What follows belongs to an exercise in optimizing a design on an open flow for small area, a short achievable clock period and few clock cycles per item; a production flow would make more cautious choices.
At most, simulation tests tie the RTL to the original design; equivalence was not proved.
No activity file was given, so power comes from the tool's default toggle rates.

## build 62
## can_fd_tx
module can_fd_tx (
    input  wire        clk,
    input  wire        rst,
    input  wire        wr_en,
    input  wire [5:0]  wr_addr,
    input  wire [7:0]  wr_data,
    input  wire        start,
    input  wire [28:0] ident,
    input  wire        ide,
    input  wire        rtr,
    input  wire        fdf,
    input  wire        brs,
    input  wire        esi,
    input  wire [3:0]  dlc,
    output reg         busy,
    output wire        tx_valid,
    input  wire        tx_ready,
    output reg         tx_bit,
    output reg  [4:0]  tx_field,
    output reg         tx_stuff,
    output reg         tx_fast,
    output reg         tx_last
);
For scale: ~1700 cells after synthesis, ~670 flip-flops, about 68 I/O pins, roughly 0.026 mm² of cells after synthesis.
Settings: LEC_CHECK=0, ABC_CLOCK_PERIOD_IN_PS=2200, CAP_MARGIN=20, CORE_MARGIN=2, CORE_UTILIZATION=40, CTS_CLUSTER_DIAMETER=150, CTS_CLUSTER_SIZE=22, PLACE_DENSITY=0.6, SETUP_SLACK_MARGIN=2.8, SLEW_MARGIN=20; clock period 5.0 ns.
run.sh (not shown) runs the stock make flow with config.mk's settings and CLKGATE_MAP_FILE= SYNTH_SCRIPT=/design/flow/synth_recipe.tcl, a recipe that flattens the netlist after the stock synthesis.
Input changes introduced in trial 97 (baseline for comparison: build 62):
-- flow/design.v --
<<< build 62, line 54
    integer     k;
    always @(posedge clk) begin
        w_row  <= (wr_en && !busy) ? (8'd1 << wr_addr[5:3]) : 8'd0;
        w_col  <= 8'd1 << wr_addr[2:0];
        w_data <= wr_data;
>>> trial 97, line 54
    integer     k;
    always @(posedge clk) begin
        w_row  <= (wr_en && idle) ? (8'd1 << wr_addr[5:3]) : 8'd0;
        w_col  <= 8'd1 << wr_addr[2:0];
        w_data <= wr_data;
<<< build 62, line 67
    reg        h_brs;      
    reg        h_wide;     
    wire accept = start && !busy;
    wire        rtr_s = rtr & ~fdf;
    wire [10:0] base  = ide ? ident[28:18] : ident[10:0];
>>> trial 97, line 67
    reg        h_brs;      
    reg        h_wide;     
    reg  idle;
    wire accept = start && idle;
    wire        rtr_s = rtr & ~fdf;
    wire [10:0] base  = ide ? ident[28:18] : ident[10:0];
<<< build 62, line 190
    end
    wire g_fast = (st[HDR] && h_fast) || ((st[DATA] || st[FDC]) && h_brs);
    wire load = busy && tx_ready && !tx_last;
    wire gen  = load && !stuff_due;
    wire        c_in   = stuff_due ? ~tx_bit : hsr[39];
>>> trial 97, line 191
    end
    wire g_fast = (st[HDR] && h_fast) || ((st[DATA] || st[FDC]) && h_brs);
    wire load = !idle && tx_ready && !tx_last;
    wire gen  = load && !stuff_due;
    wire        c_in   = stuff_due ? ~tx_bit : hsr[39];
<<< build 62, line 198
        if (rst) begin
            busy <= 1'b0;
        end else if (accept) begin
            busy <= 1'b1;
        end else if (busy && tx_ready && tx_last) begin
            busy <= 1'b0;
        end
    end
    always @(posedge clk) begin
        if (!busy) begin
            hsr       <= hload;
            h_ide     <= ide;
>>> trial 97, line 199
        if (rst) begin
            busy <= 1'b0;
            idle <= 1'b1;
        end else if (accept) begin
            busy <= 1'b1;
            idle <= 1'b0;
        end else if (!idle && tx_ready && tx_last) begin
            busy <= 1'b0;
            idle <= 1'b1;
        end
    end
    always @(posedge clk) begin
        if (idle) begin
            hsr       <= hload;
            h_ide     <= ide;
==> comparison <==
A start point of the critical path of cnt[0] is what trial 97 shows, while a_lm[2] belongs to build 62.
Trial 97 vs. build 62: met1 usage in global routing now sits higher; all-layer global routing usage climbed 0.64 points.
Total power: trial 97 vs build 62, no meaningful difference
Compared with build 62, trial 97 shows a slack of the critical path that is 67 ps higher.
In terms of proportion of cell area spent on the clock network, build 62 and trial 97 differ only marginally.
Trial 97 vs build 62, average wire length per cell after detail routing went up by 0.63%.
Trial 97 vs. build 62: final core utilization was more or less identical; final cell count climbed 1.7%; via count of the first global-routing pass rose about 1.3%; layout-stage area growth over the synthesis result roughly the same.
Testbench counts of trial 97, summed over its fixed seeds: cycles 52,801, bits 49,405.
No functional check of the RTL was part of build 62.

* * *

Setup of try-sierra:
can_fd_tx, a different RTL version from the one above (not shown whole).
Size in the first run: ~1800 cells after synthesis, roughly 670 flip-flops.
Design can_fd_tx, start of the top module:
module can_fd_tx (
    input  wire        clk,
    input  wire        rst,
    input  wire        wr_en,
    input  wire [5:0]  wr_addr,
    input  wire [7:0]  wr_data,
    input  wire        start,
    input  wire [28:0] ident,
    input  wire        ide,
    input  wire        rtr,
    input  wire        fdf,
    input  wire        brs,
    input  wire        esi,
    input  wire [3:0]  dlc,
    output reg         busy,
    output wire        tx_valid,
    input  wire        tx_ready,
    output reg         tx_bit,
    output reg  [4:0]  tx_field,
    output reg         tx_stuff,
    output reg         tx_fast,
    output reg         tx_last
);
    localparam [4:0] F_SOF         = 5'h00;
    localparam [4:0] F_BASE_ID     = 5'h01;
    localparam [4:0] F_RTR_SRR     = 5'h02;
    localparam [4:0] F_IDE         = 5'h03;
    localparam [4:0] F_EXT_ID      = 5'h04;
    localparam [4:0] F_RTR2        = 5'h05;
    localparam [4:0] F_FDF         = 5'h06;
    localparam [4:0] F_RES         = 5'h07;
    localparam [4:0] F_BRS         = 5'h08;
    localparam [4:0] F_ESI         = 5'h09;
    localparam [4:0] F_DLC         = 5'h0A;
    localparam [4:0] F_DATA        = 5'h0B;
    localparam [4:0] F_STUFF_COUNT = 5'h0C;
    localparam [4:0] F_CRC         = 5'h0D;
    localparam [4:0] F_CRC_DELIM   = 5'h0E;
    localparam [4:0] F_ACK         = 5'h0F;
    localparam [4:0] F_ACK_DELIM   = 5'h10;
    localparam [4:0] F_EOF         = 5'h11;
    localparam HDR  = 0;    
    localparam DATA = 1;
    localparam CRC  = 2;    
    localparam FDC  = 3;    
    localparam TAIL = 4;    
    localparam [20:0] PM15 = 21'h4599 << 6;
    localparam [20:0] PM17 = 21'h1685B << 4;
    localparam [20:0] PM21 = 21'h102899;
  ...
clock: 5.0 ns
lec_check: 0
abc_clock_period_in_ps: 2200
cap_margin: 20
core_margin: 2
core_utilization: 40
cts_cluster_diameter: 150
cts_cluster_size: 22
place_density: 0.6
setup_slack_margin: 2.8
slew_margin: 20
Testbench counts of try-sierra, summed over its fixed seeds: cycles 52,801, bits 49,405.
Here is what was changed in the inputs of try-ember compared with try-sierra.
--- a/flow/design.v
+++ b/flow/design.v
@@ -73,31 +73,38 @@
     wire [7:0]  tl_e  = fdf ? {1'b1, 1'b0, brs, esi, dlc} : {2'b00, dlc, 2'b00};
     wire [39:0] hload = {base, ide | rtr_s, ide,
                          ide ? ident[17:10] : tl_b,
                          ident[9:0], rtr_s, tl_e};
     reg [5:0] lm1;
     reg       len0;        
     reg [5:0] lm1_in;
     always @* begin
-        lm1_in = {2'b00, dlc} - 6'd1;
-        if (fdf) begin
-            case (dlc)
-                4'd9:  lm1_in = 6'd11;
-                4'd10: lm1_in = 6'd15;
-                4'd11: lm1_in = 6'd19;
-                4'd12: lm1_in = 6'd23;
-                4'd13: lm1_in = 6'd31;
-                4'd14: lm1_in = 6'd47;
-                4'd15: lm1_in = 6'd63;
-                default: ;
-            endcase
-        end else if (dlc[3])
-            lm1_in = 6'd7;
-    end
+        case ({fdf, dlc})
+            5'h00, 5'h10: lm1_in = 6'd0;    
+            5'h09, 5'h0A, 5'h0B, 5'h0C,
+            5'h0D, 5'h0E, 5'h0F: lm1_in = 6'd7;
+            5'h19: lm1_in = 6'd11;
+            5'h1A: lm1_in = 6'd15;
+            5'h1B: lm1_in = 6'd19;
+            5'h1C: lm1_in = 6'd23;
+            5'h1D: lm1_in = 6'd31;
+            5'h1E: lm1_in = 6'd47;
+            5'h1F: lm1_in = 6'd63;
+            5'h01, 5'h11: lm1_in = 6'd0;
+            5'h02, 5'h12: lm1_in = 6'd1;
+            5'h03, 5'h13: lm1_in = 6'd2;
+            5'h04, 5'h14: lm1_in = 6'd3;
+            5'h05, 5'h15: lm1_in = 6'd4;
+            5'h06, 5'h16: lm1_in = 6'd5;
+            5'h07, 5'h17: lm1_in = 6'd6;
+            default: lm1_in = 6'd7;    
+        endcase
+    end
+    wire wide_in = fdf & dlc[3] & (dlc[2] | (dlc[1] & dlc[0]));    
     reg [15:0] a_lm;        
     reg [3:0]  a_hi;        
     reg [7:0] p0, p1;
     reg       lastbyte;     
     reg [7:0] rd0, rd1;
     integer i;
     always @* begin
         rd0 = 8'd0;
@@ -199,31 +206,31 @@
     always @(posedge clk) begin
         if (accept) begin
             hsr       <= hload;
             h_ide     <= ide;
             h_fdf     <= fdf;
             len0      <= fdf ? (dlc == 4'd0) : (rtr || dlc == 4'd0);
             h_last    <= 1'b0;
             h_brs     <= fdf & brs;
-            h_wide    <= fdf & (dlc > 4'd10);
+            h_wide    <= wide_in;
             lm1       <= lm1_in;
             tx_bit    <= 1'b0;
             tx_field  <= F_SOF;
             tx_stuff  <= 1'b0;
             tx_fast   <= 1'b0;
             tx_last   <= 1'b0;
             st        <= 5'b00001;
             cnt       <= 6'd0;
             a_lm      <= 16'd1;
             a_hi      <= 4'b0001;
             run       <= 3'd1;
             stuff_due <= 1'b0;
             stuff_cnt <= 3'd0;
-            crc       <= fdf ? ((dlc > 4'd10) ? PM21 : PM17) : 21'd0;
+            crc       <= fdf ? (wide_in ? PM21 : PM17) : 21'd0;
         end else if (load) begin
             if (stuff_due) begin
                 tx_bit    <= ~tx_bit;
                 tx_stuff  <= 1'b1;
                 tx_fast   <= g_fast;
                 run       <= 3'd1;
                 stuff_due <= 1'b0;
                 stuff_cnt <= stuff_cnt + 3'd1;
==> comparison <==
- Overall routed net length across try-ember and try-sierra: no real change.
- try-sierra leaves less setup margin than try-ember.
- try-ember: flow completed, timing, DRC and antenna clean
- try-ember: share of the clock period used by the worst path after layout lower than try-sierra
- The lower met2 wirelength from detailed routing came out of try-ember.
- Compared with try-sierra, in try-ember initial core utilization held steady, final net count shrank by 32.
Function not checked in try-ember: the RTL went through the layout flow alone.

re-timing with driven ports:
Ports are ideal in the flow. The routed layouts listed here were re-timed in OpenROAD.
Step 1 sets driving cells, clkbuf_16 on the clock port and buf_2 on the other inputs (assumed; they add their load-dependent delay and slew).
Step 2 adds t to the input delays and takes it off the output delays; t is the mean of the earliest and latest rising clock arrival at the registers after step 1. Input paths then give back, and output paths get back, about the clock's delay inside the block.
a / b / c = no drivers / after step 1 / after step 2; a / b = the first two.
| run | t (ns) | setup slack, ns | hold slack, ns | worst register clock-pin slew, ns | worst data-port slew with drivers (ns) |
|---|---|---|---|---|---|
| build 62 | 0.639 | 2.771 / 2.748 / 2.368 | 0.471 / 0.471 / 0.471 | 0.10 / 0.10 | 0.05 |
| trial 97 | 0.655 | 2.838 / 2.789 / 2.239 | 0.493 / 0.493 / 0.493 | 0.10 / 0.10 | 0.05 |
| try-sierra | 0.647 | 2.774 / 2.764 / 2.201 | 0.477 / 0.477 / 0.477 | 0.11 / 0.11 | 0.06 |
| try-ember | 0.652 | 2.819 / 2.782 / 2.228 | 0.468 / 0.468 / 0.468 | 0.10 / 0.10 | 0.04 |
After both steps setup and hold are still met in every run listed. For trial 97, which loses most, drivers alone change the setup slack by -0.049 ns; drivers and shift together by -0.599 ns.
